Background: an optimization exercise with open tools, aiming at small area. Do not read the settings as production practice.
Only simulation tests tie the RTL to the original design; equivalence was not proved.
Power is estimated from default activity; no workload was simulated.

$ cat design/flow/flow/run.sh
#!/bin/bash
# Own layout flow: the standard ORFS flow (standard.sh) with
#  - synthesis: the standard synthesis script, but ABC maps with an area
#    oriented script (flow/abc.script) and Yosys's full-adder extraction is
#    off; registers, their names and cell types are as in the standard one;
#  - every port still gets a buffer, of the smallest buffer cell;
#  - clock tree synthesis without dummy loads and with smaller buffers.
# Each make run writes its full output to a log file in the work folder.
set -euo pipefail
W=$(pwd)
F=$W/flow
cat > $W/own_synth.tcl <<EOT
proc abc {args} {
  set i [lsearch -exact \$args -script]
  if {\$i >= 0} { lset args [expr {\$i + 1}] $F/abc.script }
  yosys abc {*}\$args
}
source $W/synth_recipe.tcl
EOT
CTS="-sink_clustering_enable -repair_clock_nets -dont_use_dummy_load -buf_list sky130_fd_sc_hd__clkbuf_4 -sink_clustering_size 9 -sink_clustering_max_diameter 50"
bash standard.sh SYNTH_SCRIPT=$W/own_synth.tcl ADDER_MAP_FILE= \
  "BUFFER_PORTS_ARGS=-buffer_cell sky130_fd_sc_hd__buf_1" \
  "CTS_ARGS=$CTS" finish > $W/make_finish.log 2>&1
$ cat design/flow/design.v
`default_nettype none
module scl_pulse (
    input  wire        clk,
    input  wire        rst,               
    input  wire [16:0] cfg_const,         
    input  wire        cfg_test,          
    input  wire [15:0] cfg_tick_len,      
    input  wire        tick,              
    input  wire [47:0] e_uj,              
    output reg         pls,               
    output wire [31:0] backlog,           
    output reg         bklg_evt           
);
    localparam [29:0] KD = 30'd439453125;    
    reg  [7:0]  cnt;
    wire        idle    = (cnt[7:2] == 6'd59);        
    wire        ph_mul  = (cnt < 8'd104);             
    wire        ph_div  = !cnt[7] && (cnt >= 8'd104);      
    wire        ph_tot  = cnt[7] && (cnt <= 8'd182);  
    wire        ph_rot  = cnt[7] && !idle;            
    wire        lo_on   = !cnt[5];                    
    wire        rh_mul  = (cnt <= 8'd80);             
    wire        rh_ld   = cnt[7] && (cnt <= 8'd152);  
    wire        q_on    = !cnt[5] && !(cnt[4] && cnt[3]);   
    wire        n_on    = (cnt[5:3] == 3'd0);         
    wire        s_on    = cnt[5];                     
    wire [2:0]  kb      = cnt[2:0];                   
    wire        w_go    = (cnt == 8'd215);            
    reg  [65:0] z;
    reg  [24:0] rh;           
    reg         rz;           
    reg  [31:0] t_lo_n;       
    reg  [22:0] t_hi;         
    reg         tz;           
    reg         c1, b2;       
    reg         sat;          
    reg         sat_w;        
    wire [7:0]  n_max = cfg_test ? 8'd200 : 8'd4;
    wire        cin   = rh[0] & ~rz & rh_mul;
    wire [18:0] m_s   = {1'b0, z[65:48]} + (z[0] ? {2'b0, cfg_const} : 19'd0) + {1'b0, cin, 17'd0};
    wire [29:0] d_v   = z[65:36];
    wire [30:0] d_sub = {1'b0, d_v} - {1'b0, KD};
    wire        d_ge  = ~d_sub[30];
    wire [28:0] d_r   = d_ge ? d_sub[28:0] : d_v[28:0];
    wire        t_b   = (lo_on ? ~t_lo_n[cnt[4:0]] : t_hi[0]) & ~tz;
    wire        q_b   = z[0] & q_on;
    wire        s1    = t_b ^ q_b ^ c1;
    wire        c1_n  = (t_b & q_b) | (c1 & (t_b ^ q_b));
    wire        n_b   = n_on & n_max[kb];
    wire        y     = s1 ^ n_b ^ b2;
    wire        b2_n  = (~s1 & (n_b | b2)) | (n_b & b2);
    always @(posedge clk) begin
        if (tick) begin
            z[47:0]  <= e_uj;
            z[65]    <= 1'b0;
            if (rz)
                z[64:48] <= 17'd0;
        end else if (ph_mul)
            z <= {m_s[18:1], m_s[0], z[47:1]};
        else if (ph_div)
            z <= {d_r, z[35:0], d_ge};
        else if (ph_rot)
            z <= {z[0], z[65:42], (ph_tot && lo_on) ? ~y : z[41], z[40:1]};
        else begin
            z[47:0] <= z[48:1];
            z[65]   <= z[0];
        end
        if (rh_mul || rh_ld)
            rh <= {z[41], rh[24:1]};
        if (ph_tot && !lo_on)
            t_hi <= {y, t_hi[22:1]};
        if (ph_tot) begin
            c1 <= c1_n;
            b2 <= b2_n;
        end else if (!cnt[7]) begin
            c1 <= 1'b0;
            b2 <= 1'b0;
        end
        if (tick || rst)
            sat <= 1'b0;
        else if (ph_tot && s_on && s1)
            sat <= 1'b1;
        if (w_go)
            t_lo_n <= z[51:20];                       
        if (rst) begin
            cnt   <= 8'd236;
            rz    <= 1'b1;
            tz    <= 1'b1;
            sat_w <= 1'b0;
        end else begin
            if (tick)
                cnt <= 8'd56;
            else if (!idle)
                cnt <= cnt + 8'd1;
            if (cnt == 8'd235)
                rz <= 1'b0;
            if (w_go) begin
                tz    <= b2;
                sat_w <= sat;
            end
        end
    end
    wire [7:0]  y_lo  = ~z[29:22];                   
    wire [4:0]  n_hi  = y_lo[7:3] + 5'b11001;
    wire [7:0]  n_new = !b2      ? n_max :
                        cfg_test ? {n_hi, y_lo[2:0]} : {6'd0, y_lo[1:0]};
    wire [7:0]  t_l8  = ~t_lo_n[7:0];
    wire [4:0]  w_hi  = t_l8[7:3] + 5'b11001;
    wire [7:0]  win_n = !tz      ? n_max :
                        cfg_test ? {w_hi, t_l8[2:0]} : {6'd0, t_l8[1:0]};
    assign backlog = sat_w ? {24'hFFFFFF, ~n_max} : ~({32{tz}} | t_lo_n);
    reg  [7:0]  left;         
    reg  [16:0] dacc;
    reg  [14:0] wc;
    wire        start  = (left != 8'd0) && !dacc[16];
    wire [7:0]  n_w    = (cnt[7:1] == 7'd107) ? left : win_n;
    wire [8:0]  da_p   = dacc[7:0] + n_w + {7'd0, start};
    wire [16:0] da_h   = start ? {1'b1, ~cfg_tick_len} : {dacc[16:8], 8'd0};
    wire [16:0] da_n   = da_h + {8'd0, da_p};
    wire [7:0]  w_h    = (cfg_test && n_w > 8'd4) ? n_w : 8'd5;
    wire [14:0] wc_b   = start ? cfg_tick_len[15:1] : wc;
    wire [15:0] wc_n   = {1'b0, wc_b} - {8'd0, w_h};
    always @(posedge clk) begin
        wc <= wc_n[14:0];
        if (cnt == 8'd213) begin
            dacc  <= 17'h1FFFF;
        end else begin
            dacc  <= da_n;
        end
        if (rst) begin
            left     <= 8'd0;
            pls      <= 1'b0;
            bklg_evt <= 1'b0;
        end else begin
            if (cnt == 8'd213)
                left <= n_new;
            else if (start)
                left <= left - 8'd1;
            pls <= start | (pls & ~wc_n[15]);
            if (w_go)
                bklg_evt <= bklg_evt | sat;
        end
    end
endmodule
`default_nettype wire
$ cat design/flow/constraint.sdc
create_clock -name core_clock -period 20.0 [get_ports {clk}]
set_input_delay 4.0000 -clock core_clock [delete_from_list [all_inputs] [get_ports {clk}]]
set_output_delay 4.0000 -clock core_clock [all_outputs]
set_load 0.01 [all_outputs]
$ cat design/flow/standard.sh
#!/bin/bash
# synth_recipe.tcl (not shown) runs the flow's synth.tcl, then flattens the netlist and writes it again
# the make line also repeats each setting of config.mk as NAME=value (left out here)
make -C /OpenROAD-flow-scripts/flow DESIGN_CONFIG=/design/flow/config.mk WORK_HOME=/design/flow/orfs CLKGATE_MAP_FILE= SYNTH_SCRIPT=/design/flow/synth_recipe.tcl "${@:-finish}"
$ cat design/flow/config.mk
export PLATFORM = sky130hd
export DESIGN_NAME = scl_pulse
export DESIGN_NICKNAME = scl_pulse
export VERILOG_FILES = /design/flow/design.v
export SDC_FILE = /design/flow/constraint.sdc
export NUM_CORES = 4
export LEC_CHECK = 0
export CAP_MARGIN = 20
export CORE_MARGIN = 2
export CORE_UTILIZATION = 50
export SLEW_MARGIN = 20
$ cat design/flow/flow/abc.script
strash
&get -n
&deepsyn -T 20
&put
dch -f
amap -F 2 -A 20
topo
==> results of run 1 <==
-- worst max-delay path, delay by kind of cell --
| family | cells | cell delay (ns) |
|---|---|---|
| compound gates | 11 | 1.86 |
| buf+inv | 6 | 1.05 |
| simple gates | 18 | 2.78 |
-- how the worst min path moves through the flow --
stage	slack, ns	endpoint	start	cells after the start
6_report	0.40	rh[14]	rh[15]	0
3_3_place_gp	0.40	rh[13]	rh[14]	0
2_1_floorplan	0.40	rh[0]	rh[1]	0
5_1_grt	0.40	rh[16]	rh[17]	0
4_1_cts	0.40	rh[14]	rh[15]	0
3_5_place_dp	0.40	rh[11]	rh[12]	0
-- Yosys cell counts, drive strengths merged (2+ instances only) --
cell type / count
clkinv: 115
nor4: 6
or2: 11
nand3: 7
o211ai: 9
a22oi: 19
o32ai: 5
nor3: 18
a311oi: 2
o21ai: 141
and2: 6
nor2: 209
o41ai: 2
a31oi: 4
edfxtp: 99
o311ai: 4
a22o: 3
a311o: 5
nand2: 85
o221ai: 10
or3: 5
a221oi: 3
a211oi: 5
dfxtp: 103
o31ai: 4
o22ai: 63
and3: 4
a21o: 5
a21oi: 98
or4: 2
o21a: 6
a222oi: 2
nor2b: 3
-- through the flow --
stage | instance area, um^2 | utilization | std cells | hold WS, ns | setup WS [ns]
detailed placement | 10130 | 0.5602 | 1429 | 0.4045 | 10.35
floorplan | 9290 | - | 1070 | 0.4003 | 10.80
finish | 10350 | 0.5725 | 1459 | 0.4002 | 10.89
global route | 10350 | 0.5725 | 1459 | 0.4002 | 10.20
global placement | 10130 | 0.5599 | 1429 | 0.4003 | 10.61
CTS | 10350 | 0.5722 | 1458 | 0.4039 | 10.97
-- area by class of cell --
class | instances | area [um^2] | share of cell area
Timing Repair Buffer | 130 | 533.0 | 0.05148
Inverter | 115 | 431.7 | 0.04169
Multi-Input combinational cell | 753 | 3847 | 0.3716
Tap cell | 229 | 286.5 | 0.02767
Antenna cell | 1 | 2.502 | 0.0002417
Sequential cell | 202 | 5035 | 0.4863
Clock buffer | 29 | 217.7 | 0.02103
-- power groups by stage --
stage          clock network (W)  registers, W  logic, W
3_3_place_gp                   0      0.000527  0.000200
3_5_place_dp                   0      0.000528  0.000204
6_report                0.000198      0.000519  0.000206
2_1_floorplan                  0      0.000518  0.000159
4_1_cts                 0.000205      0.000519  0.000205
5_1_grt                 0.000223      0.000525  0.000239
-- flip-flops by register name, summed over array words and instances, names as in the netlist --
signal / cells
b2: 1
bklg_evt: 1
c1: 1
cnt: 8
dacc: 17
left: 8
pls: 1
rh: 25
rz: 1
sat: 1
sat_w: 1
t_hi: 23
t_lo_n: 32
tz: 1
wc: 15
z: 66
-- logic make-up (layout without fill, tap and decap cells) --
kind of cell	count (synthesis)	after routing	share of synthesized area
other	0	1	0
and+or+nand+nor	357	357	0.1581
buffers and inverters	115	274	0.04646
DFF	202	202	0.5420
AOI/OAI and AO/OA	396	396	0.2535
-- metal layers --
| metal | track usage | vias to the layer above |
|---|---|---|
| met1 | 0.3532 | 3764 |
| met2 | 0.3741 | 264 |
| met4 | 0.05954 | 0 |
| met5 | 0 | - |
| li1 | - | 4221 |
| met3 | 0.03624 | 35 |
==> metrics.md, run 1 <==
| Metric | Value |
|---|---|
| Final period utilization | `0.4555` |
| Cell area after synthesis | `9290 um^2` |
| Die ar. | `about 20000 um^2` |
| Worst vdd ir | `0.05462 mV` |
| CTS tree | `built` |
| Post-synthesis area per instance | `a little under 9 um^2` |
| Max Cap Violations | `0` |
| P&R area growth vs syn | `11.45%` |
| Worst EP required | `20.57 ns` |
| PD cells | `89.14 nW/um^2` |
| CP Max Fanout | `10` |
| IO buf count | `118` |
| Gate power share | `0.224` |
| CP startpoint | `cfg_test` |
| Clk sink count | `202` |
| Routed vias/inst | `5.678` |
| WS Path Type | `in2reg` |
| Total grt overflow | `0` |
| CP endpoint kind | `register` |
| Leak | `3.612 nW` |
| Number of distinct library cells after synthesis | `40` |
| Post-synth top area cell | `edfxtp_1` |
| R2r worst-path depth | `39` |
| Metal2 WL | `between 10 and 15 mm` |
| FILL cells | `1742` |
| Die width | `140.3 um` |
| CTS Hold Bufs | `0` |
| Worst slew pin tran | `between 0.8 and 0.9 ns` |
| Ys Warns | `1` |
| Initial Util | `0.5137` |
| Synth area leaders | `edfxtp_1 (32%), dfxtp_1 (22%), nor2_1 (8.4%)` |
| Reg2reg setup slack | `between 10 and 15 ns` |
| Layout Nets | `1316` |
| GPL Wtd Cong | `around 0.92` |
| GR Util All Layers | `0.2397` |
| Final slew viol count | `0` |
| Clock Latency Late Sink | `0.68 ns` |
| Post-CTS setup buffer count | `0` |
| Clk_skew | `0.04111 ns` |
| Detailed Routing Iterations Pass 1 | `5` |
| Die Height | `140.3 um` |
| Worst r2r src | `cnt[4]` |
| Net Sw Power | `between 0.0002 and 0.0003 W` |
| Layout cells sized above 1 | `0.03743` |
| Global-route wire length before repair | `38.22 mm` |
| Synth top area share | `0.3200` |
| Io pins | `119` |
| HP Class | `reg2reg` |
| Number of global-route vias before repair | `7556` |
| Final min period | `~9 ns` |
| Cell internal pwr | `0.0006331 W` |
| Most frequent cells in the layout | `nor2_1 (206), o21ai_0 (140), buf_1 (118), clkinv_1 (115), dfxtp_1 (103)` |
| Reg clk slew, reported paths | `0.10 ns` |
| Met1 wire length | `11.46 mm` |
| Highest Signal Layer | `met4` |
| Placed wire-length estimate | `16.56 mm` |
| CTS max path bufs | `3` |
| Async S/R FF share, synth | `0` |
| Top FF cell, synth | `dfxtp_1` |
| Largest net degree at the start of global routing | `48` |
| CTS resizes | `0` |
| Most common cell after layout, fill and taps aside | `nor2_1` |
| FF-to-FF End | `dacc[16]` |
| H-tree Lvls | `1` |
| Final ANT Viol Nets | `0` |
| CTS root buffer | `clkbuf_4` |
| Cell repeated most along the worst path | `nand2_1` |
| Sequential power share | `0.562` |
| Routed WL | `24.05 mm` |
| DRT iter0 DRCs | `595` |
| Register area share after synthesis | `0.5420` |
| Post-synthesis register bit count | `slightly above 200` |
| Clk pwr share | `0.214` |
| WL/cell | `16.49 um` |
| Pwr Total | `0.0009230 W` |
| Initial antenna violation count | `1` |
| CP max stage delay | `0.41 ns` |
| Number of flops mapped to enable cells by yosys | `99` |
| Critical Path Source Type | `primary input` |
| Cells after Synth | `about 1.1k` |
| Max frequency | `between 100 and 150 MHz` |
| Syn_nets | `approximately 1.2k` |
| CP max-delay cell | `a2111oi_0` |
| End of the critical path | `dacc[16]` |
| DRC viols | `0` |
| Total CTS buffers | `29` |
| Final setup fails | `0` |
| Core area | `about 18000 um^2` |
| Rel. slew slack | `0.4389` |
| CP Data Arrival Time | `9.68 ns` |
| Site row count | `49` |
| Setup TNS Final | `0 ns` |
| Switching share of total power | `0.3140` |
| Status | `finished clean` |
| Fin. Hold Viols | `0` |
| RSZ-0062 raised after global routing | `no` |
| Vias | `8284` |
| WL met3 | `1.602 mm` |
==> inputs of run 2 (changes only) <==
--- a/design/flow/design.v
+++ b/design/flow/design.v
@@ -20,7 +20,7 @@
     wire        ph_rot  = cnt[7] && !idle;            
     wire        lo_on   = !cnt[5];                    
     wire        rh_mul  = (cnt <= 8'd80);             
-    wire        rh_ld   = cnt[7] && (cnt <= 8'd152);  
+    wire        rh_sh   = (cnt <= 8'd152);            
     wire        q_on    = !cnt[5] && !(cnt[4] && cnt[3]);   
     wire        n_on    = (cnt[5:3] == 3'd0);         
     wire        s_on    = cnt[5];                     
@@ -50,7 +50,7 @@
     wire        y     = s1 ^ n_b ^ b2;
     wire        b2_n  = (~s1 & (n_b | b2)) | (n_b & b2);
     always @(posedge clk) begin
-        if (tick) begin
+        if (idle) begin
             z[47:0]  <= e_uj;
             z[65]    <= 1'b0;
             if (rz)
@@ -59,13 +59,9 @@
             z <= {m_s[18:1], m_s[0], z[47:1]};
         else if (ph_div)
             z <= {d_r, z[35:0], d_ge};
-        else if (ph_rot)
-            z <= {z[0], z[65:42], (ph_tot && lo_on) ? ~y : z[41], z[40:1]};
-        else begin
-            z[47:0] <= z[48:1];
-            z[65]   <= z[0];
-        end
-        if (rh_mul || rh_ld)
+        else
+            z <= {z[0], z[65:42], (!cnt[6] && !cnt[5]) ? ~y : z[41], z[40:1]};
+        if (rh_sh)
             rh <= {z[41], rh[24:1]};
         if (ph_tot && !lo_on)
             t_hi <= {y, t_hi[22:1]};
--- a/design/flow/config.mk
+++ b/design/flow/config.mk
@@ -7,5 +7,5 @@
 export LEC_CHECK = 0
 export CAP_MARGIN = 20
 export CORE_MARGIN = 2
-export CORE_UTILIZATION = 50
+export CORE_UTILIZATION = 40
 export SLEW_MARGIN = 20
==> run 2 against run 1 <==
  * Sequential cell count unchanged
  * Combinational power is 140% higher
  * Still clean
  * Maximum frequency decreased by 0.90%
  * Clock skew up 0.050 ns
==> metrics.md, run 2 <==
| Metric | Value |
|---|---|
| DRT iter0 DRCs | `561` |
| P&R area growth vs syn | `12.00%` |
| CP max stage delay | `0.39 ns` |
| Final min period | `9.192 ns` |
| Number of flops mapped to enable cells by yosys | `99` |
| Top FF cell, synth | `dfxtp_1` |
| Layout cells sized above 1 | `0.03536` |
| HP Class | `reg2reg` |
| Pwr Total | `approximately 0.0013 W` |
| Post-synthesis area per instance | `around 8.7 um^2` |
| Total grt overflow | `0` |
| Routed vias/inst | `5.435` |
| DRC viols | `0` |
| Top cells by count, synth | `nor2_1 (233), o21ai_0 (124), dfxtp_1 (103), a21oi_1 (101), edfxtp_1 (99)` |
| Worst vdd ir | `0.05900 mV` |
| Post-synthesis register bit count | `202` |
| CTS resizes | `0` |
| Placed wire-length estimate | `16.87 mm` |
| Max reg flops | `66` |
| Cells after Synth | `about 1.1k` |
| Vias | `8163` |
| CP Max Fanout | `11` |
| R2r worst-path depth | `47` |
| Total CTS buffers | `30` |
| WS Path Type | `in2out` |
| Fin. Hold Viols | `0` |
| Io pins | `119` |
| Most common cell after layout, fill and taps aside | `nor2_1` |
| Most frequent cells in the layout | `nor2_1 (231), o21ai_0 (124), buf_1 (118), dfxtp_1 (103), a21oi_1 (101)` |
| H-tree Lvls | `1` |
| Most common cell in the netlist | `nor2_1` |
| Final ANT Viol Nets | `0` |
| Number of global-route vias before repair | `between 7k and 8k` |
| Die ar. | `around 24000 um^2` |
| Critical Path, Cell by Cell | `buf_1, clkinv_1, nand2_1, o21ai_0, buf_1` |
| Reg clk slew, reported paths | `0.10 ns` |
| CTS root buffer | `clkbuf_4` |
| Syn_nets | `1143` |
| CP startpoint | `cfg_test` |
| Worst slew pin tran | `around 1.0 ns` |
| Cell area after synthesis | `just over 9000 um^2` |
| GPL Wtd Cong | `0.8735` |
| CTS tree | `built` |
| Routed WL | `between 20 and 25 mm` |
| Die Height | `156.0 um` |
| Clk_skew | `slightly above 0.09 ns` |
| Number of distinct library cells after synthesis | `41` |
| Post-synth top area cell | `edfxtp_1` |
| Switching share of total power | `0.3861` |
| Largest net degree at the start of global routing | `between 40 and 50` |
| Max Cap Violations | `0` |
| Die width | `156.0 um` |
| End of the critical path | `backlog[7]` |
| Cell repeated most along the worst path | `buf_1` |
| Largest reg by FF count | `z` |
| Reg2reg setup slack | `12.71 ns` |
| Status | `finished clean` |
| Ys Warns | `1` |
| Final slew viol count | `0` |
| Top Registers | `z: 66 flops, t_lo_n: 32 flops, rh: 25 flops` |
| RSZ-0062 raised after global routing | `no` |
| Setup TNS Final | `0 ns` |
| Clk pwr share | `0.153` |
| Max frequency | `about 110 MHz` |
| Cell internal pwr | `0.0008090 W` |
| Global-route wire length before repair | `between 30 and 40 mm` |
| Leak | `between 3 and 4 nW` |
| Site row count | `55` |
| Clk sink count | `between 200 and 250` |
| Synth area leaders | `edfxtp_1 (32%), dfxtp_1 (22%), nor2_1 (9.5%)` |
| Placed cell areas | `10120 um^2` |
| Synth top area share | `0.3216` |
| Worst EP required | `16.00 ns` |
| Sequential power share | `0.465` |
| Register area share after synthesis | `0.5446` |
| Post-route core utilization | `0.4574` |
| PD cells | `127.2 nW/um^2` |
| Clock Latency Late Sink | `0.69 ns` |
| Rel. slew slack | `0.3044` |
| Critical Path Source Type | `primary input` |
| Async S/R FF share, synth | `0` |
| Worst r2r src | `cnt[7]` |
| CTS Hold Bufs | `0` |
| Final period utilization | `0.4596` |
| Final setup fails | `0` |
| Initial antenna violation count | `1` |
| CP Data Arrival Time | `5.19 ns` |
| IO buf count | `118` |
| CP endpoint kind | `output port` |
| FF-to-FF End | `pls` |
| WL/cell | `16.23 um` |
| Detailed Routing Iterations Pass 1 | `5` |
| CP max-delay cell | `clkinv_1` |
| Post-route design area | `10350 um^2` |
| Net Sw Power | `0.0005087 W` |
| Initial Util | `0.4083` |
| Hold WS | `roughly 0.39 ns` |
| Core area | `22640 um^2` |
| CTS max path bufs | `3` |
| GR Util All Layers | `0.1999` |
| Post-CTS setup buffer count | `0` |
| Layout Nets | `roughly 1.3k` |
| Gate power share | `0.383` |
-- run 2: cell count changes in the layout (fill, tap and decap cells not counted), sizes merged, moves of 5 or more --
cell | previous run | this run
nor2b | 3 | 8
or2 | 11 | 22
a22oi | 19 | 8
clkinv | 115 | 88
o21ai | 141 | 124
o211ai | 9 | 3
nor3 | 18 | 29
o22ai | 63 | 68
nand2 | 85 | 70
and2 | 6 | 12
nor2 | 209 | 233
-- run 2: worst max-delay path, delay by kind of cell --
| kind | cells | cell delay, ns |
|---|---|---|
| buffers and inverters | 3 | 0.80 |
| AO/OA/AOI/OAI | 1 | 0.16 |
| AND/OR/NAND/NOR | 1 | 0.23 |
-- run 2: cell families (layout without fill, tap and decap cells) --
kind of cell           count (synthesis)  in the layout  synth area share
AO/OA/AOI/OAI                        369            369            0.2368
buffers and inverters                 88            246           0.03573
flip-flops                           202            202            0.5446
other                                  0              1                 0
AND/OR/NAND/NOR                      399            399            0.1828
-- run 2: metrics by stage --
stage / worst slack, ns / instances
2_1_floorplan: 11.14 / 1058
3_3_place_gp: 10.56 / 1471
3_5_place_dp: 10.35 / 1471
4_1_cts: 10.83 / 1501
5_1_grt: 9.992 / 1502
6_report: 10.81 / 1502
-- run 2: how the worst min path moves through the flow --
stage	start	endpoint	slack, ns	cells past startpoint
after global routing	t_hi[6]	t_hi[5]	0.41	0
after global placement	rh[1]	rh[0]	0.40	0
after floorplan	rh[1]	rh[0]	0.40	0
final	t_hi[6]	t_hi[5]	0.39	0
after detailed placement	t_hi[3]	t_hi[2]	0.40	0
after CTS	t_hi[6]	t_hi[5]	0.39	0
-- run 2: cell type report --
type                    instances  area, um^2
diodes                          1       2.502
fillers                      2286       12290
repair buffers                128       518.0
clock buffers                  30       225.2
well taps                     285       356.6
inverters                      88       330.3
multi-input cells             768        3887
flip-flops and latches        202        5035
-- run 2: power by group through the flow --
stage	clock, W	sequential, W	combinational (W)
2_1_floorplan	0	0.000599	0.000403
4_1_cts	0.000211	0.000612	0.000505
5_1_grt	0.000224	0.000626	0.000584
3_3_place_gp	0	0.000619	0.000490
6_report	0.000201	0.000612	0.000504
3_5_place_dp	0	0.000620	0.000503
-- run 2: metal layers --
layer / track usage / up-vias / part of all wire
met4: 0.04849 / 0 / 0.019
met2: 0.3137 / 282 / 0.43
met5: 0 / - / 0
li1: - / 4171 / -
met1: 0.2876 / 3671 / 0.47
met3: 0.03556 / 39 / 0.074
==> inputs of run 3 (changes only) <==
--- a/design/flow/config.mk
+++ b/design/flow/config.mk
@@ -7,5 +7,5 @@
 export LEC_CHECK = 0
 export CAP_MARGIN = 20
 export CORE_MARGIN = 2
-export CORE_UTILIZATION = 40
+export CORE_UTILIZATION = 65
 export SLEW_MARGIN = 20
==> run 3 against run 2 <==
  * Still clean on timing, DRC and antenna
  * Sequential power about the same
  * Global-route usage increased by 11 points
  * Final cell count shrank 7.3%
  * Clock power shrank 2%
  * Maximum frequency is 0.92% lower
  * Via count rose by 3.4%
  * Register-to-register slack lost 0.29 ns
==> metrics.md, run 3 <==
| Metric | Value |
|---|---|
| PD cells | `129.7 nW/um^2` |
| IO buf count | `about 120` |
| Vias | `8444` |
| Setup TNS Final | `0 ns` |
| Critical Path Source Type | `primary input` |
| DRC viols | `0` |
| CTS root buffer | `clkbuf_4` |
| CTS Hold Bufs | `0` |
| Max frequency | `approximately 110 MHz` |
| Initial antenna violation count | `0` |
| Switching share of total power | `0.3922` |
| Number of flops mapped to enable cells by yosys | `99` |
| Number of distinct library cells after synthesis | `41` |
| Detailed Routing Iterations Pass 1 | `5` |
| Cell internal pwr | `0.0008037 W` |
| Status | `finished clean` |
| Number of global-route vias before repair | `7761` |
| Async S/R FF share, synth | `0` |
| CP endpoint kind | `register` |
| Reg clk slew, reported paths | `0.09 ns` |
| R2r worst-path depth | `47` |
| Worst r2r src | `cnt[7]` |
| Final setup fails | `0` |
| Ys Warns | `1` |
| WS Path Type | `in2reg` |
| Pwr Total | `0.001322 W` |
| Hold Path End | `z[9]` |
| Cells after Synth | `1058` |
| Worst vdd ir | `around 0.073 mV` |
| Largest reg by FF count | `z` |
| FILL cells | `1089` |
| Final min period | `9.278 ns` |
| Site row count | `43` |
| Layout cells sized above 1 | `0.03300` |
| Number of diodes | `0` |
| WL/cell | `16.63 um` |
| Most common cell after layout, fill and taps aside | `nor2_1` |
| Max reg flops | `66` |
| Fin. Hold Viols | `0` |
| Die width | `123.3 um` |
| H-tree Lvls | `1` |
| RSZ-0062 raised after global routing | `no` |
| Clk pwr share | `0.149` |
| Placed wire-length estimate | `16.10 mm` |
| Clk_skew | `0.07257 ns` |
| Largest net degree at the start of global routing | `48` |
| Synth top area share | `0.3216` |
| Sequential power share | `0.463` |
| CP Data Arrival Time | `~10 ns` |
| Cell repeated most along the worst path | `nor2_1` |
| Die ar. | `about 15000 um^2` |
| Final slew viol count | `0` |
| Crit path buffers/inverters | `1` |
| Post-synthesis area per instance | `~9 um^2` |
| Core area | `13880 um^2` |
| HP Class | `reg2reg` |
| Max Cap Violations | `0` |
| Routed WL | `~23 mm` |
| Post-synth top area cell | `edfxtp_1` |
| Syn_nets | `between 1k and 1.5k` |
| Top cells by count, synth | `nor2_1 (233), o21ai_0 (124), dfxtp_1 (103), a21oi_1 (101), edfxtp_1 (99)` |
| Hold-critical path depth | `2` |
| Routed vias/inst | `6.066` |
| Reg2reg setup slack | `12.42 ns` |
| Hold WS | `0.4129 ns` |
| Clock Latency Late Sink | `around 0.69 ns` |
| CTS tree | `built` |
| Total grt overflow | `0` |
| Worst Hold Launch | `z[10]` |
| Total CTS buffers | `28` |
| Worst EP required | `20.47 ns` |
| Net Sw Power | `0.0005187 W` |
| CP max-delay cell | `nor3_1` |
| Register area share after synthesis | `0.5446` |
| CTS max path bufs | `3` |
| Cell family with most CP delay | `simple AND/OR/NAND/NOR gates` |
| Leak | `approximately 3.6 nW` |
| GPL Wtd Cong | `between 0.9 and 1` |
| CP Max Fanout | `3` |
| Final ANT Viol Nets | `0` |
| Initial Util | `0.6660` |
| Synth area leaders | `edfxtp_1 (32%), dfxtp_1 (22%), nor2_1 (9.5%)` |
| CP max stage delay | `0.29 ns` |
| Top FF cell, synth | `dfxtp_1` |
| DRT iter0 DRCs | `708` |
| Sequential Area | `5035 um^2` |
| Final period utilization | `0.4639` |
| Worst slew pin tran | `1.057 ns` |
| P&R area growth vs syn | `10.31%` |
| Global-route wire length before repair | `36.83 mm` |
| Die Height | `123.3 um` |
| Area of the multi-input gates | `3895 um^2` |
| Clk sink count | `202` |
| Post-synthesis register bit count | `202` |
| Io pins | `119` |
| Most common cell in the netlist | `nor2_1` |
| Post-CTS setup buffer count | `0` |
| Layout Nets | `1299` |
| Most frequent cells in the layout | `nor2_1 (230), o21ai_0 (124), buf_1 (118), dfxtp_1 (103), a21oi_1 (101)` |
| CTS resizes | `0` |
| Cell area after synthesis | `9245 um^2` |
| Gate power share | `0.388` |
| FF-to-FF End | `pls` |
| Top Registers | `z: 66 flops, t_lo_n: 32 flops, rh: 25 flops` |
| GR Util All Layers | `0.3085` |
| Rel. slew slack | `0.2945` |
## run 3: cell counts after synthesis
Identical to the previous run, type by type.
## run 3: cell families (layout without fill, tap and decap cells)
logic type / count (synthesis) / after routing / share of synthesized area
and+or+nand+nor: 399 / 399 / 0.1828
buffers and inverters: 88 / 242 / 0.03573
AOI/OAI and AO/OA: 369 / 369 / 0.2368
DFF: 202 / 202 / 0.5446
## run 3: worst max path at each step
stage | slack, ns | endpoint | startpoint | cells after the start
final | 10.72 | z[64] | cfg_const[0] | 40
after global routing | 9.78 | z[64] | cfg_const[0] | 40
after CTS | 10.84 | z[64] | cfg_const[0] | 40
after detailed placement | 10.18 | z[64] | cfg_const[0] | 40
after global placement | 10.62 | z[64] | cfg_const[0] | 40
after floorplan | 11.14 | z[64] | cfg_const[0] | 39
## run 3: worst register-to-register path: cells and delay by family, from the launching register on
family          cells  cell delay (ns)
compound gates     12             2.22
buf+inv             6             0.61
flops               1             0.52
simple gates       29             4.14
## run 3: stage by stage
step           instance area, um^2  worst slack [ns]    util  cells
6_report                     10200             10.72  0.7347   1392
5_1_grt                      10200             9.779  0.7347   1392
4_1_cts                      10190             10.84  0.7342   1392
3_5_place_dp                  9981             10.18  0.7190   1364
3_3_place_gp                  9981             10.62  0.7190   1364
2_1_floorplan                 9245             11.14       -   1058
## run 3: per-layer routing
layer  vias to the layer above  GRT usage  wire length (um)
met5                         -          0                 0
met4                         0     0.1030               609
met3                        56    0.04290              1885
met2                       385     0.5076             10790
met1                      3816     0.4223              9862
li1                       4187          -                 -
## run 3: final cells by class
type / instances / share of cell area
clock buffer: 28 / 0.02061
inverter: 88 / 0.03239
multi-input combinational: 768 / 0.3819
sequential: 202 / 0.4937
tap: 180 / 0.02208
timing repair buffer: 126 / 0.04932
## run 3: power by group through the flow
stage | clock [W] | sequential [W] | combinational, W
3_3_place_gp | 0 | 0.000616 | 0.000478
2_1_floorplan | 0 | 0.000599 | 0.000403
6_report | 0.000196 | 0.000612 | 0.000514
5_1_grt | 0.000214 | 0.000625 | 0.000592
4_1_cts | 0.000197 | 0.000611 | 0.000507
3_5_place_dp | 0 | 0.000620 | 0.000504
==> inputs of run 4 (changes only) <==
--- a/design/flow/config.mk
+++ b/design/flow/config.mk
@@ -7,5 +7,5 @@
 export LEC_CHECK = 0
 export CAP_MARGIN = 20
 export CORE_MARGIN = 2
-export CORE_UTILIZATION = 65
+export CORE_UTILIZATION = 50
 export SLEW_MARGIN = 20
==> run 4 against run 3 <==
  * Non-clock buffer count fell by 1
  * Synthesized cell count did not move
  * Cell area rose by 0.55%
  * Sequential share of layout area fell by 0.27 points
  * Routed wire length rose by 1.8%
  * Global-route usage fell by 7.1 points
  * Clock power barely moved
  * Clock skew fell by 0.028 ns
  * Worst setup slack improved by 0.074 ns
  * Largest power group unchanged
==> metrics.md, run 4 <==
| Metric | Value |
|---|---|
| Status | `finished clean` |
| HP Class | `reg2reg` |
| Final min period | `9.204 ns` |
| Cells after Synth | `1058` |
| Global-route wire length before repair | `about 38 mm` |
| Critical Path, Cell by Cell | `buf_1, clkinv_1, o22ai_1, buf_1` |
| Final ANT Viol Nets | `0` |
| Core area | `18020 um^2` |
| P&R area growth vs syn | `10.92%` |
| Setup TNS Final | `0 ns` |
| Vias | `8189` |
| RSZ-0062 raised after global routing | `no` |
| CTS root buffer | `clkbuf_4` |
| Pwr Total | `between 0.001 and 0.0015 W` |
| Reg clk slew, reported paths | `0.09 ns` |
| Leak | `3.590 nW` |
| Final slew viol count | `0` |
| Synth area leaders | `edfxtp_1 (32%), dfxtp_1 (22%), nor2_1 (9.5%)` |
| Placed cell areas | `about 10000 um^2` |
| CTS tree | `built` |
| CP max-delay cell | `clkinv_1` |
| Largest net degree at the start of global routing | `48` |
| Top cells by count, synth | `nor2_1 (233), o21ai_0 (124), dfxtp_1 (103), a21oi_1 (101), edfxtp_1 (99)` |
| Top FF cell, synth | `dfxtp_1` |
| DRC viols | `0` |
| Syn_nets | `1143` |
| Layout Nets | `1298` |
| Cell area after synthesis | `9245 um^2` |
| WL/cell | `16.36 um` |
| Post-synthesis register bit count | `202` |
| Cell repeated most along the worst path | `buf_1` |
| GPL Wtd Cong | `0.8916` |
| Detailed Routing Iterations Pass 1 | `5` |
| Sequential Area | `5035 um^2` |
| Clk sink count | `202` |
| Cell family with most CP delay | `buffers and inverters` |
| Synth top area share | `0.3216` |
| Max Cap Violations | `0` |
| Most frequent cells in the layout | `nor2_1 (230), o21ai_0 (124), buf_1 (118), dfxtp_1 (103), a21oi_1 (101)` |
| CTS Hold Bufs | `0` |
| Site row count | `49` |
| Total CTS buffers | `28` |
| Top Registers | `z: 66 flops, t_lo_n: 32 flops, rh: 25 flops` |
| H-tree Lvls | `1` |
| PD cells | `between 100 and 150 nW/um^2` |
| Total grt overflow | `0` |
| Layout cells sized above 1 | `0.03220` |
| Final setup fails | `0` |
| CP Data Arrival Time | `5.20 ns` |
| GR Util All Layers | `0.2373` |
| Register area share after synthesis | `0.5446` |
| Worst vdd ir | `0.07971 mV` |
| Crit path buffers/inverters | `3` |
| Die width | `140.0 um` |
| Clock Latency Late Sink | `0.66 ns` |
| Number of global-route vias before repair | `7836` |
| Critical Path Source Type | `primary input` |
| Clk_skew | `roughly 0.044 ns` |
| Area of the multi-input gates | `approximately 3900 um^2` |
| Routed vias/inst | `5.683` |
| Rel. slew slack | `0.3005` |
| Post-synth top area cell | `edfxtp_1` |
| Initial antenna violation count | `1` |
| Max frequency | `108.7 MHz` |
| Die ar. | `19590 um^2` |
| Post-CTS setup buffer count | `0` |
| Most common cell after layout, fill and taps aside | `nor2_1` |
| Post-synthesis area per instance | `8.738 um^2` |
| Worst slew pin tran | `1.048 ns` |
| Die Height | `approximately 140 um` |
| WS Path Type | `in2out` |
| Number of flops mapped to enable cells by yosys | `99` |
| Fin. Hold Viols | `0` |
| CTS max path bufs | `3` |
| CP Max Fanout | `11` |
| Most common cell in the netlist | `nor2_1` |
| Worst EP required | `between 15 and 20 ns` |
| IO buf count | `118` |
| Max reg flops | `66` |
| Io pins | `119` |
| FILL cells | `1737` |
| Async S/R FF share, synth | `0` |
| Ys Warns | `1` |
| Largest reg by FF count | `z` |
| CP endpoint kind | `output port` |
| Post-route design area | `10250 um^2` |
| Placed wire-length estimate | `16.41 mm` |
| Post-route core utilization | `0.5689` |
| Routed WL | `between 20 and 25 mm` |
| CTS resizes | `0` |
| Initial Util | `0.5129` |
| Final period utilization | `0.4602` |
| DRT iter0 DRCs | `438` |
| Number of distinct library cells after synthesis | `just over 40` |
| CP max stage delay | `0.40 ns` |
run 4: worst reg2reg max path, delay by kind of cell, from the launching register on:
family          cells  cell delay [ns]
buf+inv             6             0.59
simple gates       29             4.03
flops               1             0.52
compound gates     12             2.14
run 4: cell type report:
type	instances	share of cell area
inverters	88	0.03221
clock buffers	28	0.02050
flip-flops and latches	202	0.4910
diodes	1	0.0002440
multi-input cells	768	0.3798
repair buffers	125	0.04832
well taps	229	0.02794
run 4: per-stage QoR:
| stage | cells | setup WS, ns | hold slack (ns) |
|---|---|---|---|
| 2_1_floorplan | 1058 | 11.14 | 0.4003 |
| 3_3_place_gp | 1412 | 10.55 | 0.4006 |
| 3_5_place_dp | 1412 | 10.33 | 0.4045 |
| 4_1_cts | 1440 | 10.82 | 0.4283 |
| 5_1_grt | 1441 | 9.940 | 0.4396 |
| 6_report | 1441 | 10.80 | 0.4261 |
run 4: path summary, 6_finish.rpt:
| check | endpoint | cells after the start | startpoint | slack (ns) |
|---|---|---|---|---|
| hold / removal | t_hi[15] | 0 | t_hi[16] | 0.43 |
| setup reg to reg | pls | 47 | cnt[7] | 12.67 |
| setup / recovery | backlog[2] | 4 | cfg_test | 10.80 |
| hold reg to reg | t_hi[15] | 0 | t_hi[16] | 0.43 |
run 4: where the power goes:
part / leakage (nW) / switching, W / internal (W) / total, W
Combinational: 1.65 / 0.000306 / 0.000194 / 0.000500
Sequential: 1.81 / 0.0000672 / 0.000545 / 0.000612
Clock: 0.129 / 0.000130 / 0.0000640 / 0.000194
run 4: kinds of logic (layout without fill, tap and decap cells):
group,Yosys count,count (layout),share of synthesized area
compound gates,369,369,0.2368
buf+inv,88,241,0.03573
flops,202,202,0.5446
other cells,0,1,0
simple gates,399,399,0.1828
run 4: routing by layer:
metal,routed length (um),GRT usage
met4,413,0.07000
met3,1392,0.03932
met2,10610,0.3782
met5,0,0
met1,11150,0.3359
==> inputs of run 5 (changes only) <==
--- a/design/flow/design.v
+++ b/design/flow/design.v
@@ -17,10 +17,9 @@
     wire        ph_mul  = (cnt < 8'd104);             
     wire        ph_div  = !cnt[7] && (cnt >= 8'd104);      
     wire        ph_tot  = cnt[7] && (cnt <= 8'd182);  
-    wire        ph_rot  = cnt[7] && !idle;            
-    wire        lo_on   = !cnt[5];                    
     wire        rh_mul  = (cnt <= 8'd80);             
     wire        rh_sh   = (cnt <= 8'd152);            
+    wire        lo_on   = !cnt[5];                    
     wire        q_on    = !cnt[5] && !(cnt[4] && cnt[3]);   
     wire        n_on    = (cnt[5:3] == 3'd0);         
     wire        s_on    = cnt[5];                     
==> run 5 against run 4 <==
  * Register-to-register slack improved by 0.14 ns
  * Critical path depth grew 1
  * Count of clock-buffer cells in the layout unchanged
  * Worst hold slack lost 0.0035 ns
  * Global-route usage is 1.1 points higher
  * Largest cell class unchanged
  * Highest routed layer unchanged
==> metrics.md, run 5 <==
| Metric | Value |
|---|---|
| Status | `finished clean` |
| Die width | `140.6 um` |
| Clk_skew | `around 0.052 ns` |
| Pwr Total | `0.001096 W` |
| Initial antenna violation count | `1` |
| Clk sink count | `202` |
| Placed wire-length estimate | `~17 mm` |
| Most common cell after layout, fill and taps aside | `nor2_1` |
| Clock Latency Late Sink | `0.68 ns` |
| Die ar. | `~20000 um^2` |
| GR Util All Layers | `0.2480` |
| Worst vdd ir | `0.06729 mV` |
| IO buf count | `118` |
| Syn_nets | `1153` |
| Leak | `3.633 nW` |
| Hold WS | `0.4226 ns` |
| Max Cap Violations | `0` |
| CP Max Fanout | `10` |
| Vias | `8391` |
| Top cells by count, synth | `nor2_1 (213), o21ai_0 (135), clkinv_1 (116), dfxtp_1 (103), edfxtp_1 (99)` |
| Number of distinct library cells after synthesis | `45` |
| Critical Path Source Type | `primary input` |
| Io pins | `~120` |
| Synth area leaders | `edfxtp_1 (32%), dfxtp_1 (22%), nor2_1 (8.6%)` |
| Top FF cell, synth | `dfxtp_1` |
| Cells after Synth | `1068` |
| Largest net degree at the start of global routing | `slightly below 50` |
| Number of flops mapped to enable cells by yosys | `99` |
| CP endpoint kind | `output port` |
| Max frequency | `roughly 110 MHz` |
| Register area share after synthesis | `0.5401` |
| CTS resizes | `0` |
| H-tree Lvls | `1` |
| Post-synthesis area per instance | `8.729 um^2` |
| Final setup fails | `0` |
| Rel. slew slack | `0.3295` |
| Total grt overflow | `0` |
| WL/cell | `16.93 um` |
| Final min period | `9.004 ns` |
| Initial Util | `0.5137` |
| Detailed Routing Iterations Pass 1 | `6` |
| DRC viols | `0` |
| Ys Warns | `1` |
| WS Path Type | `in2out` |
| CP Data Arrival Time | `approximately 5 ns` |
| PD cells | `105.8 nW/um^2` |
| Worst slew pin tran | `approximately 1.0 ns` |
| Async S/R FF share, synth | `0` |
| Global-route wire length before repair | `slightly below 40 mm` |
| Post-synthesis register bit count | `between 200 and 250` |
| Worst EP required | `16.00 ns` |
| Max reg flops | `66` |
| CTS tree | `built` |
| Routed vias/inst | `5.767` |
| Placed insts | `1426` |
| Core area | `18150 um^2` |
| Post-CTS setup buffer count | `0` |
| Site row count | `49` |
| Final slew viol count | `0` |
| HP Class | `reg2reg` |
| Post-synth top area cell | `edfxtp_1` |
| Die Height | `140.6 um` |
| Cell area after synthesis | `9323 um^2` |
| Reg clk slew, reported paths | `roughly 0.12 ns` |
| Top Registers | `z: 66 flops, t_lo_n: 32 flops, rh: 25 flops` |
| Layout cells sized above 1 | `0.03510` |
| P&R area growth vs syn | `11.15%` |
| Final WS setup | `roughly 11 ns` |
| DRT iter0 DRCs | `575` |
| CTS Hold Bufs | `0` |
| Pre-CTS setup slack | `10.88 ns` |
| Setup TNS Final | `0 ns` |
| Layout Nets | `1312` |
| Synth top area share | `0.3189` |
| CTS root buffer | `clkbuf_4` |
| Number of global-route vias before repair | `7731` |
| Most frequent cells in the layout | `nor2_1 (210), o21ai_0 (135), buf_1 (118), clkinv_1 (116), dfxtp_1 (103)` |
| CTS max path bufs | `3` |
| GPL Wtd Cong | `roughly 0.86` |
| Largest reg by FF count | `z` |
| Fin. Hold Viols | `0` |
| Total CTS buffers | `28` |
| Final ANT Viol Nets | `0` |
| Final period utilization | `0.4502` |
| Most common cell in the netlist | `nor2_1` |
| RSZ-0062 raised after global routing | `no` |
| Finished Layout Cells | `1455` |
| Routed WL | `24.63 mm` |
-- run 5: cell count changes in the layout (fill, tap and decap cells not counted), sizes merged, moves of 6 or more --
cell    change
o211ai      +8
o21ai      +11
nand2       +9
a22oi      +13
a21o        -6
a21oi      -24
nor2       -20
or2        -10
clkinv     +28
-- run 5: cell families (layout without fill, tap and decap cells) --
family / after synthesis / after routing / synth area share
AOI/OAI and AO/OA: 377 / 377 / 0.2451
buffers and inverters: 116 / 273 / 0.04671
DFF: 202 / 202 / 0.5401
other: 0 / 1 / 0
and+or+nand+nor: 373 / 373 / 0.1682
-- run 5: critical path, cell delays in order --
cell and delay, ns:
buf_1 0.28, clkinv_1 0.31, nand2_1 0.17, o21ai_0 0.10, buf_1 0.14
-- run 5: worst paths after layout --
check	startpoint	slack (ns)	depth (start not counted)	to
worst max register to register	cnt[7]	12.81	37	dacc[16]
worst max-delay path	cfg_test	11.00	5	backlog[3]
worst min register to register	t_hi[4]	0.42	0	t_hi[3]
worst min-delay path	t_hi[4]	0.42	0	t_hi[3]
-- run 5: routing by layer --
| metal | wire, um | track usage | share of wire |
|---|---|---|---|
| met1 | 11470 | 0.3498 | 0.47 |
| met2 | 11000 | 0.4087 | 0.45 |
| met3 | 1698 | 0.03795 | 0.069 |
| met4 | 459 | 0.05421 | 0.019 |
| met5 | 0 | 0 | 0 |
-- run 5: layout make-up --
cell class                      instances  area (um^2)
Fill cell                            1725         7785
Sequential cell                       202         5035
Multi-Input combinational cell        750         3867
Timing Repair Buffer                  129        525.5
Inverter                              116        435.4
Tap cell                              229        286.5
Clock buffer                           28        210.2
Antenna cell                            1        2.502
-- run 5: where the power goes --
group          leakage, nW  internal (W)  switching (W)  total [W]
logic                 1.69      0.000120       0.000189   0.000309
clock network        0.129     0.0000640       0.000133   0.000197
registers             1.82      0.000529      0.0000606   0.000590
total                 3.63      0.000713       0.000383    0.00110
-- run 5: through the flow --
step | util | area, um^2
floorplan | - | 9323
global placement | 0.5590 | 10140
detailed placement | 0.5590 | 10140
CTS | 0.5706 | 10350
global route | 0.5710 | 10360
finish | 0.5710 | 10360
==> inputs of run 6 (changes only) <==
--- a/design/flow/flow/run.sh
+++ b/design/flow/flow/run.sh
@@ -1,7 +1,8 @@
 #!/bin/bash
 # Own layout flow: the standard ORFS flow (standard.sh) with
 #  - synthesis: the standard synthesis script, but ABC maps with an area
-#    oriented script (flow/abc.script) and Yosys's full-adder extraction is
+#    oriented script (flow/abc.script; its deepsyn stops after 500 steps without
+#    gain, so the result does not depend on machine load) and Yosys's full-adder extraction is
 #    off; registers, their names and cell types are as in the standard one;
 #  - every port still gets a buffer, of the smallest buffer cell;
 #  - clock tree synthesis without dummy loads and with smaller buffers.
==> design/flow/flow/abc.script (replaced) <==
strash
&get -n
&deepsyn -J 500 -T 300
&put
dch -f
amap -F 2 -A 20
topo
==> run 6 against run 5 <==
  * Worst setup slack worse by 0.10 ns
  * Register-to-register slack about the same
  * Sequential share of layout area rose by 0.56 points
  * Sequential power rose by 1%
  * Routed wire length decreased by 2.5%
  * Clock power is 5% lower
  * Critical endpoint unchanged
  * Highest routed layer unchanged
==> metrics.md, run 6 <==
| Metric | Value |
|---|---|
| Reg clk slew, reported paths | `0.09 ns` |
| Net Sw Power | `0.0003869 W` |
| Leak | `3.606 nW` |
| Placed wire-length estimate | `17.40 mm` |
| CP max stage delay | `about 0.38 ns` |
| Die width | `139.8 um` |
| Cell family with most CP delay | `buffers and inverters` |
| Top FF cell, synth | `dfxtp_1` |
| Io pins | `119` |
| Reg2reg setup slack | `approximately 13 ns` |
| Initial antenna violation count | `1` |
| Worst slew pin tran | `1.003 ns` |
| Most common cell after layout, fill and taps aside | `nor2_1` |
| FF-to-FF End | `dacc[16]` |
| Critical Path Source Type | `primary input` |
| GR Util met1 | `0.3502` |
| Placed cell areas | `10030 um^2` |
| RSZ-0062 raised after global routing | `no` |
| Gate power share | `0.296` |
| HP Class | `reg2reg` |
| Placed insts | `1398` |
| Clk_skew | `0.03517 ns` |
| CP endpoint kind | `output port` |
| Hold Path End | `rh[6]` |
| CP Data Arrival Time | `between 5 and 6 ns` |
| Status | `finished clean` |
| Worst r2r src | `cnt[2]` |
| FILL cells | `1722` |
| GRT busiest layer | `met2` |
| Vias | `8251` |
| Post-route design area | `10240 um^2` |
| CTS Hold Bufs | `0` |
| Post-synthesis register bit count | `202` |
| Area of the multi-input gates | `3791 um^2` |
| Worst Hold Launch | `rh[7]` |
| Clk pwr share | `0.168` |
| Register area share after synthesis | `0.5461` |
| Layout Nets | `1283` |
| IO buf count | `118` |
| Top cells by count, synth | `nor2_1 (205), o21ai_0 (123), clkinv_1 (109), dfxtp_1 (103), edfxtp_1 (99)` |
| Number of global-route vias before repair | `7604` |
| Core area | `18020 um^2` |
| Number of distinct library cells after synthesis | `between 40 and 50` |
| DRT iter0 DRCs | `between 700 and 800` |
| WS Path Type | `in2out` |
| Die Height | `139.8 um` |
| Initial Util | `0.5115` |
| GR Util All Layers | `0.2416` |
| P&R area growth vs syn | `11.13%` |
| Synth area leaders | `edfxtp_1 (32%), dfxtp_1 (22%), nor2_1 (8.3%)` |
| Critical Path, Cell by Cell | `buf_1, clkinv_1, nand2_1, o21ai_0, buf_1` |
| Async S/R FF share, synth | `0` |
| Met3 Usage GRT | `0.03338` |
| CP max-delay cell | `clkinv_1` |
| Sequential Area | `between 5000 and 6000 um^2` |
| Most frequent cells in the layout | `nor2_1 (202), o21ai_0 (122), buf_1 (118), clkinv_1 (109), dfxtp_1 (103)` |
| Setup TNS Final | `0 ns` |
| Fin. Hold Viols | `0` |
| GPL Wtd Cong | `0.9086` |
| Final slew viol count | `0` |
| Post-CTS setup buffer count | `0` |
| Site row count | `49` |
| Final period utilization | `0.4554` |
| Post-synthesis area per instance | `8.856 um^2` |
| Sequential power share | `0.536` |
| Post-synth top area cell | `edfxtp_1` |
| Clk sink count | `202` |
| Total grt overflow | `0` |
| Synth top area share | `0.3225` |
| Syn_nets | `1126` |
| CP Max Fanout | `11` |
| Finished Layout Cells | `around 1.4k` |
| Final ANT Viol Nets | `0` |
| Final min period | `~9 ns` |
| Final setup fails | `0` |
| Ys Warns | `1` |
| CTS max path bufs | `3` |
| Clock Latency Late Sink | `0.65 ns` |
| Total CTS buffers | `27` |
| Cell repeated most along the worst path | `buf_1` |
| Routed vias/inst | `5.786` |
| CTS resizes | `0` |
| Die ar. | `19540 um^2` |
| CTS root buffer | `clkbuf_4` |
| Hold-critical path depth | `0` |
| Largest reg by FF count | `z` |
| Crit path buffers/inverters | `3` |
| Largest net degree at the start of global routing | `45` |
| Detailed Routing Iterations Pass 1 | `7` |
| Max Cap Violations | `0` |
| Cell area after synthesis | `9219 um^2` |
| Global-route wire length before repair | `38.35 mm` |
| Number of flops mapped to enable cells by yosys | `99` |
| DRC viols | `0` |
| Worst vdd ir | `0.07124 mV` |
| Routed WL | `24.02 mm` |
| R2r worst-path depth | `40` |
| H-tree Lvls | `1` |
| Top Registers | `z: 66 flops, t_lo_n: 32 flops, rh: 25 flops` |
| Most common cell in the netlist | `nor2_1` |
| Worst EP required | `16.00 ns` |
| Max reg flops | `66` |
| CTS tree | `built` |
| PD cells | `108.5 nW/um^2` |
| Layout cells sized above 1 | `0.03428` |
| WL/cell | `roughly 17 um` |
| Cells after Synth | `1041` |
| Global-route met2 utilization | `0.3761` |
| Switching share of total power | `0.3480` |
| Max frequency | `between 100 and 150 MHz` |
| Rel. slew slack | `0.3306` |
| Hold WS | `approximately 0.42 ns` |
| Cell internal pwr | `around 0.00072 W` |
-- run 6: metal layers --
metal / wire (um) / part of all wire
met1: 11350 / 0.47
met4: 628 / 0.026
met5: 0 / 0
met3: 1457 / 0.061
met2: 10580 / 0.44
-- run 6: how the worst max path moves through the flow --
stage | startpoint | cells past startpoint | slack, ns | endpoint
floorplan | cfg_test | 3 | 11.56 | backlog[3]
global placement | cfg_test | 5 | 11.06 | backlog[3]
detailed placement | cfg_test | 31 | 10.94 | dacc[16]
CTS | cfg_test | 5 | 10.97 | backlog[3]
global route | cfg_test | 5 | 10.80 | backlog[7]
finish | cfg_test | 5 | 10.89 | backlog[3]
-- run 6: kinds of logic after synthesis --
kind of cell	after synthesis	synth area share
XOR/XNOR	1	0.0009502
AND/OR/NAND/NOR	346	0.1559
flip-flops	202	0.5461
buffers and inverters	109	0.04438
AO/OA/AOI/OAI	383	0.2526
-- run 6: power groups by stage --
stage               logic, W  registers [W]  clock network, W
floorplan           0.000263       0.000583                 0
global placement    0.000322       0.000604                 0
detailed placement  0.000327       0.000605                 0
CTS                 0.000328       0.000595          0.000195
global route        0.000383       0.000607          0.000208
finish              0.000329       0.000596          0.000187
-- run 6: area by class of cell --
type / instances / area share
well taps: 229 / 0.02797
multi-input cells: 730 / 0.3701
inverters: 109 / 0.03994
flip-flops and latches: 202 / 0.4915
clock buffers: 27 / 0.01979
diodes: 1 / 0.0002443
repair buffers: 128 / 0.05056
-- run 6: through the flow --
| stage | total power [W] | util | setup slack [ns] |
|---|---|---|---|
| 2_1_floorplan | 0.0008462 | - | 11.56 |
| 5_1_grt | 0.001198 | 0.5684 | 10.80 |
| 3_3_place_gp | 0.0009254 | 0.5567 | 11.06 |
| 6_report | 0.001112 | 0.5684 | 10.89 |
| 3_5_place_dp | 0.0009315 | 0.5567 | 10.94 |
| 4_1_cts | 0.001119 | 0.5680 | 10.97 |

## re-timing with driven ports
How much do the figures lean on ideal ports? The routed layouts below were timed once more, with nothing changed but the port constraints.
Step 1 (the two cells are an assumption about what drives the block):
set clk [get_ports {clk}]
set_driving_cell -lib_cell sky130_fd_sc_hd__clkbuf_16 $clk
set_driving_cell -lib_cell sky130_fd_sc_hd__buf_2 [delete_from_list [all_inputs] $clk]
Step 2 times the ports against the registers' clock, not the clock port: input delays grow and output delays shrink by t, the midpoint of the rising clock arrivals with the driver on.
Three values: ideal ports, drivers, drivers and shift; two values: the first two.
run | shift t [ns] | setup WS [ns] | pins driven straight from the clock port
run 1 | 0.700 | 10.890 / 10.881 / 10.196 | 1
run 2 | 0.686 | 10.808 / 10.778 / 10.307 | 1
run 3 | 0.686 | 10.722 / 10.736 / 10.049 | 1
run 4 | 0.678 | 10.796 / 10.756 / 10.205 | 1
run 5 | 0.694 | 10.996 / 10.969 / 10.793 | 1
run 6 | 0.677 | 10.893 / 10.869 / 10.833 | 1
After both steps setup and hold are still met in every run listed. For run 1, which loses most, drivers alone change the setup slack by -0.009 ns; drivers and shift together by -0.694 ns.
